What follows belongs to an exercise in optimizing a design on an open flow for small area, a short achievable clock period and few clock cycles per item; a production flow would make more cautious choices. In this exercise RTL edits were held to simulation tests only and were not proved equivalent to the original. Power figures rest on the tool's default switching activity, not on a simulated workload.

## design/flow/config.mk

```make
export PLATFORM = sky130hd
export DESIGN_NAME = tkt_rx
export DESIGN_NICKNAME = tkt_rx
export VERILOG_FILES = /design/flow/design.v
export SDC_FILE = /design/flow/constraint.sdc
export NUM_CORES = 4
export LEC_CHECK = 0
export CAP_MARGIN = 20
export CORE_MARGIN = 2
export CORE_UTILIZATION = 40
export SLEW_MARGIN = 20
```

## design/flow/constraint.sdc

```tcl
create_clock -name core_clock -period 10.0 [get_ports {clk}]
set_input_delay 2.0000 -clock core_clock [delete_from_list [all_inputs] [get_ports {clk}]]
set_output_delay 2.0000 -clock core_clock [all_outputs]
set_load 0.01 [all_outputs]
```

## design/flow/design.v

```verilog
module tkt_rx (
    input  wire        clk,
    input  wire        rst,
    input  wire        cfg_we,
    output wire        cfg_ready,
    input  wire [4:0]  cfg_idx,
    input  wire        cfg_en,
    input  wire        cfg_xtd,
    input  wire [2:0]  cfg_len,
    input  wire [7:0]  cfg_maxgap,
    input  wire [9:0]  cfg_age,
    input  wire [31:0] cfg_id,
    input  wire        s_valid,
    output wire        s_ready,
    input  wire [31:0] s_data,
    input  wire [4:0]  s_conn,
    input  wire [6:0]  s_flen,
    input  wire        s_xtd,
    input  wire [15:0] s_stamp,
    output reg         r_valid,
    output reg  [4:0]  r_conn,
    output reg  [2:0]  r_reason,
    output reg         r_gap,
    output reg  [15:0] r_rejcnt
);
    localparam [1:0] ST_OFF = 2'd0, ST_START = 2'd1, ST_RUN = 2'd2;
    localparam [2:0] F_IDLE = 3'd0, F_BYTE = 3'd1, F_WAIT = 3'd2, F_CHECK = 3'd3;
    reg [31:0] c_id     [0:31];
    reg [2:0]  c_len    [0:31];
    reg        c_xtd    [0:31];
    reg [7:0]  c_maxgap [0:31];
    reg [9:0]  c_age    [0:31];
    reg [1:0]  c_state  [0:31];
    reg [15:0] c_seq    [0:31];
    reg [15:0] c_ts     [0:31];
    reg [2:0]  fsm;
    reg [4:0]  f_conn;
    reg [6:0]  f_flen;
    reg        f_xtd;
    reg [15:0] f_stamp;
    reg [31:0] crc;
    reg [31:0] sh;         
    reg [1:0]  bcnt;       
    reg [31:0] pend;       
    reg        pend_v;
    reg [4:0]  nleft;      
    reg [31:0] trailer;    
    reg [31:0] rx_crc;
    reg [15:0] rejcnt;
    function [31:0] crc_byte(input [31:0] c, input [7:0] b);
        integer i;
        reg [31:0] x;
        begin
            x = c ^ {24'd0, b};
            for (i = 0; i < 8; i = i + 1)
                x = x[0] ? ((x >> 1) ^ 32'h82F63B78) : (x >> 1);
            crc_byte = x;
        end
    endfunction
    function [6:0] len_bytes(input [2:0] code);
        case (code)
            3'd0: len_bytes = 7'd0;
            3'd1: len_bytes = 7'd4;
            3'd2: len_bytes = 7'd8;
            3'd3: len_bytes = 7'd12;
            3'd4: len_bytes = 7'd16;
            3'd5: len_bytes = 7'd24;
            3'd6: len_bytes = 7'd40;
            default: len_bytes = 7'd56;
        endcase
    endfunction
    assign cfg_ready = (fsm == F_IDLE);
    assign s_ready   = ((fsm == F_IDLE) && !cfg_we) || (fsm == F_WAIT);
    wire [1:0]  cs       = c_state[f_conn];
    wire [15:0] f_seq    = trailer[15:0];
    wire [15:0] f_ts     = trailer[31:16];
    wire [15:0] d        = f_seq - c_seq[f_conn];
    wire [15:0] tdiff    = f_ts - c_ts[f_conn];
    wire [15:0] age      = f_stamp - f_ts;
    wire [15:0] dm1      = d - 16'd1;
    wire        len_bad  = (f_flen != len_bytes(c_len[f_conn]) + 7'd8) || (f_xtd != c_xtd[f_conn]);
    wire        crc_bad  = ((crc ^ 32'hFFFFFFFF) != rx_crc);
    wire        run      = (cs == ST_RUN);
    wire        seq_bad  = run && ($signed(d) <= 0);
    wire        ts_bad   = run && $signed(tdiff) < 0;
    wire [9:0]  age_max  = (c_age[f_conn] > 10'd1000) ? 10'd1000 : c_age[f_conn];
    wire        age_bad  = (age_max != 10'd0) &&
                           (($signed(age) < -16'sd1) || ($signed(age) > $signed({6'd0, age_max})));
    wire        gap      = run && (dm1 > {8'd0, c_maxgap[f_conn]});
    reg  [2:0] reason;
    reg        gap_out;
    always @(*) begin
        gap_out = 1'b0;
        if (cs == ST_OFF)      reason = 3'd6;
        else if (len_bad)      reason = 3'd1;
        else if (crc_bad)      reason = 3'd2;
        else if (seq_bad)      reason = 3'd3;
        else if (ts_bad)       reason = 3'd4;
        else begin
            gap_out = gap;
            reason  = age_bad ? 3'd5 : 3'd0;
        end
    end
    integer k;
    always @(posedge clk) begin
        if (rst) begin
            fsm     <= F_IDLE;
            r_valid <= 1'b0;
            rejcnt  <= 16'd0;
            pend_v  <= 1'b0;
            for (k = 0; k < 32; k = k + 1)
                c_state[k] <= ST_OFF;
        end else begin
            r_valid <= 1'b0;
            if (cfg_we && cfg_ready) begin
                c_id[cfg_idx]     <= cfg_id;
                c_len[cfg_idx]    <= cfg_len;
                c_xtd[cfg_idx]    <= cfg_xtd;
                c_maxgap[cfg_idx] <= cfg_maxgap;
                c_age[cfg_idx]    <= cfg_age;
                if (!cfg_en)
                    c_state[cfg_idx] <= ST_OFF;
                else if (c_state[cfg_idx] == ST_OFF)
                    c_state[cfg_idx] <= ST_START;
            end
            case (fsm)
                F_IDLE: if (s_valid && s_ready) begin
                    f_conn  <= s_conn;
                    f_flen  <= s_flen;
                    f_xtd   <= s_xtd;
                    f_stamp <= s_stamp;
                    crc     <= 32'hFFFFFFFF;
                    sh      <= c_id[s_conn];
                    bcnt    <= 2'd0;
                    nleft   <= s_flen[6:2] - 5'd1;
                    if (s_flen[6:2] == 5'd1) begin
                        rx_crc <= s_data;
                        pend_v <= 1'b0;
                    end else begin
                        pend    <= s_data;
                        pend_v  <= 1'b1;
                    end
                    fsm <= F_BYTE;
                end
                F_BYTE: begin
                    crc  <= crc_byte(crc, sh[7:0]);
                    sh   <= sh >> 8;
                    bcnt <= bcnt + 2'd1;
                    if (bcnt == 2'd3) begin
                        if (pend_v) begin
                            sh      <= pend;
                            trailer <= pend;
                            pend_v  <= 1'b0;
                        end else if (nleft == 5'd0) begin
                            fsm <= F_CHECK;
                        end else begin
                            fsm <= F_WAIT;
                        end
                    end
                end
                F_WAIT: if (s_valid) begin
                    nleft <= nleft - 5'd1;
                    if (nleft == 5'd1) begin
                        rx_crc <= s_data;
                        fsm    <= F_CHECK;
                    end else begin
                        sh      <= s_data;
                        trailer <= s_data;
                        bcnt    <= 2'd0;
                        fsm     <= F_BYTE;
                    end
                end
                default: begin  
                    r_valid  <= 1'b1;
                    r_conn   <= f_conn;
                    r_reason <= reason;
                    r_gap    <= gap_out;
                    r_rejcnt <= rejcnt;
                    if (reason == 3'd0) begin
                        c_state[f_conn] <= ST_RUN;
                        c_seq[f_conn]   <= f_seq;
                        c_ts[f_conn]    <= f_ts;
                    end else if (reason != 3'd6) begin
                        if (rejcnt != 16'hFFFF) begin
                            rejcnt   <= rejcnt + 16'd1;
                            r_rejcnt <= rejcnt + 16'd1;
                        end
                    end
                    fsm <= F_IDLE;
                end
            endcase
        end
    end
endmodule
```

## design/flow/run.sh

```bash
#!/bin/bash
# synth_recipe.tcl (not shown) runs the flow's synth.tcl, then flattens the netlist and writes it again
# the make line also repeats each setting of config.mk as NAME=value (left out here)
make -C /OpenROAD-flow-scripts/flow DESIGN_CONFIG=/design/flow/config.mk WORK_HOME=/design/flow/orfs CLKGATE_MAP_FILE= SYNTH_SCRIPT=/design/flow/synth_recipe.tcl finish
```

==> summary.txt <==
==> metrics by stage <==
stage	cells	utilization, %	power, W	area [um2]	hold slack (ns)
3_3_place_gp	9871	42.78	0.01986	129800	0.4833
4_1_cts	10460	46.17	0.03146	140100	0.5030
2_1_floorplan	5738	-	0.01823	122200	0.4244
3_5_place_dp	9877	42.82	0.01992	130000	0.4937
6_report	10470	46.17	0.03127	140200	0.5075
5_1_grt	10460	46.17	0.03233	140100	0.5256
==> state kept, by name, indices dropped and copies added, names as in the netlist, 2 cells and up, named ones only <==
register  count
r_reason      3
c_len        96
f_flen        7
fsm           2
r_rejcnt     16
bcnt          2
c_age       320
c_id       1024
c_seq       512
sh           32
c_maxgap    256
f_conn        5
c_xtd        32
trailer      32
crc          32
f_stamp      16
r_conn        5
c_ts        512
rx_crc       32
rejcnt       16
nleft         5
pend         32
c_state      64
==> critical path, delay by kind of cell, from the launching register on <==
family                   cells  cell delay, ns
AND/OR/NAND/NOR             10            3.66
buffers and inverters        3            1.37
flip-flops                   1            0.85
adder cells (fa/ha/maj)      1            0.22
AO/OA/AOI/OAI                7            1.95
==> metal layers <==
metal	track usage, %	vias to the layer above
met1	28.93	32870
met4	6.329	22
met2	34.46	2338
met5	0	-
met3	3.460	512
li1	-	24830
==> synth_stat cells, types with 13 or more instances <==
master,count
a21oi_1,113
nor2_1,221
nand2_1,133
mux2_2,71
nor3b_1,25
and3_1,21
o21ai_0,73
o211ai_1,15
a31oi_1,13
buf_1,65
nor3_1,31
mux2i_1,134
nand4_1,22
a211oi_1,24
o22ai_1,34
a221oi_1,28
ha_1,74
mux4_2,825
nor2b_1,44
nand3_1,39
a21o_1,15
inv_1,70
clkbuf_1,185
xor2_1,44
dfxtp_1,25
a22oi_1,13
xnor2_1,110
edfxtp_1,3037
nor4_1,20
buf_2,26
==> cell type report <==
type,count,share of cell area [%]
clock buffers,395,5.975
well taps,4080,3.642
inverters,70,0.1875
multi-input cells,2317,21.15
repair buffers,351,2.324
clock inverters,183,1.274
flip-flops and latches,3062,65.44
diodes,8,0.01428
==> path summary, 6_finish.rpt <==
check             startpoint      endpoint  slack, ns  cells after the start
hold reg to reg    rejcnt[1]     rejcnt[1]       0.51                      2
setup / recovery    register  c_seq[20][5]       1.43                     21
hold / removal     rejcnt[1]     rejcnt[1]       0.51                      2
setup reg to reg    register  c_seq[20][5]       1.43                     21
==> logic make-up after synthesis <==
kind of cell / count (synthesis) / share of synthesized area [%]
flops: 3062 / 75.02
mux: 1039 / 17.08
simple gates: 649 / 2.667
compound gates: 399 / 2.143
buf+inv: 359 / 1.191
xor+xnor: 154 / 1.104
fa+ha+maj: 76 / 0.7903
==> power breakdown <==
| group | internal [W] | total, W | switching, W |
|---|---|---|---|
| Combinational | 0.00199 | 0.00494 | 0.00295 |
| Sequential | 0.0145 | 0.0147 | 0.000177 |
| Clock | 0.00660 | 0.0116 | 0.00501 |
| Total | 0.0231 | 0.0313 | 0.00814 |
==> flow_summary.json <==
{
  "cts_hold_buf": 0,
  "crit_required_ns": 10.50,
  "synthDistinctLibCells": 82,
  "slowest_stage": "nor4_1",
  "synth_async_sr_flop_share_pct": 0,
  "grtUsageTotal_pct": 21.02,
  "drt_first_pass_iters": 5,
  "nets": 6323,
  "cts_buffers": 320,
  "wl_met3_um": 22880,
  "final_hold_viol_count": 0,
  "ant_nets": 0,
  "fp.dieH_um": 556.8,
  "htreeDepth": 5,
  "core_um2": 303500,
  "multi_input_area_um2": 29640,
  "post-route-period-util_pct": 85.66,
  "cp-start-kind": "register",
  "cts_tree": "done",
  "cts.sinks": 3062,
  "top_layer": "met5",
  "drive_above_1_share_pct": 26.37,
  "grt_pass1_wl_um": 464200,
  "syn_avg_cell_area_um2": 21.30,
  "fin_crit_ns": 8.566,
  "portBuffers": 152,
  "drv_slew": 0,
  "worst_setup_path_end_kind": "register",
  "viasPerCell": 5.788,
  "setup_viol": 0,
  "drt_iter0_drc": 7157,
  "synth_warnings": 1,
  "die_area_um2": 310000,
  "syn2layout_area_growth_pct": 14.67,
  "antenna_found_initial": 32,
  "rsz0062_at_grt": "no",
  "tns_ns": 0,
  "synth_area_leaders": "edfxtp_1 (75%), mux4_2 (15%), mux2i_1 (1.1%)",
  "pre_cts_ws_ns": 1.710,
  "crit_fanout": 33,
  "synth_edf_count": 3037,
  "synth-seq-area-share_pct": 75.02,
  "crit_type": "register to register",
  "worstSkewPairLatency_ns": 0.94,
  "synthFlopType": "edfxtp_1",
  "cts_setup_buffers": 0,
  "p_per_area_nw_per_um2": 223.1,
  "status": "timing/DRC/antenna clean",
  "synth_top_area_share_pct": 74.61,
  "overflow": 0,
  "grt_start_max_net_pins": 119,
  "netlist_area_um2": 122200,
  "fillCellCount": 25010,
  "regArea_um2": 91720,
  "post-dp-hpwl_um": 189800,
  "wl_um": 328100,
  "gp_congestion": 0.9105,
  "syn_inst": 5738,
  "initial_utilization_pct": 40.27,
  "die_w_um": 556.8,
  "path_clk_slew_ns": 0.06,
  "cts_buffer_depth": 4,
  "hp-class": "register to register",
  "wl_per_cell_um": 31.35,
  "cts_resized": 0,
  "setup_ws_ns": 1.434,
  "synth.largest_area_cell": "edfxtp_1",
  "final_cell_mix": "edfxtp_1 (3037), mux4_2 (825), clkbuf_16 (324)",
  "fmax_ghz": 0.1167,
  "ys_ff_latch": 3062,
  "maxSlewHeadroom_pct": 24.25,
  "worst_pin_slew_ns": 1.134,
  "cap_violations": 0,
  "syn-num-nets": 5939,
  "worstPathCellList": "buf_4 > nand3b_1 > o22ai_1 > nor4_1 > nand2_1 > or4_1 > a21oi_1 > or2_2 > ha_1 > nor2b_1 > o211ai_1 > a21oi_1 > o21ai_0 > o2111a_1 > nand4b_1 > o311a_1 > nor4b_2 > nand2_1 > buf_4 > nor2_4 > buf_4",
  "skew_ns": 0.08246,
  "wl_met1_um": 134800,
  "layout_commonest_cell": "edfxtp_1",
  "cts-root-buf": "clkbuf_16",
  "ir_drop_mv": 0.1810,
  "drc": 0,
  "p_leak_nw": 43.82,
  "ios": 153,
  "crit_arrival_ns": 9.07,
  "fp-row-count": 202,
  "grt_pass1_vias": 61540,
  "met2_length_um": 160500,
  "cpPeakStageDelay_ns": 0.89,
  "vias": 60570,
  "critPathMostFrequentCell": "buf_4"
}
Testbench counts, summed over its fixed seeds: cycles 116,095, frames 3,200.

==> static timing again, ports no longer ideal <==
The results above use ideal ports. As a check the final layout listed here was re-extracted and re-timed, cells and wires unchanged. Step 1 (the two cells are an assumption about what drives the block):
set clk [get_ports {clk}]
set_driving_cell -lib_cell sky130_fd_sc_hd__clkbuf_16 $clk
set_driving_cell -lib_cell sky130_fd_sc_hd__buf_2 [delete_from_list [all_inputs] $clk]
Step 2, shift: input delay + t, output delay - t, t = (earliest + latest rising clock arrival at the registers) / 2. This alone moves slack from input paths to output paths. a / b / c = ideal ports / drivers / drivers and shift; a / b = the first two.
t, ns: 0.990
setup WS [ns]: 1.434 / 1.434 / 1.434
worst register clock-pin slew, ns: 0.07 / 0.07
cell pins on the clock port's net: 1
After both steps this run still meets setup and hold. The setup slack of this run moves by 0.000 ns with the drivers and by 0.000 ns with both steps.
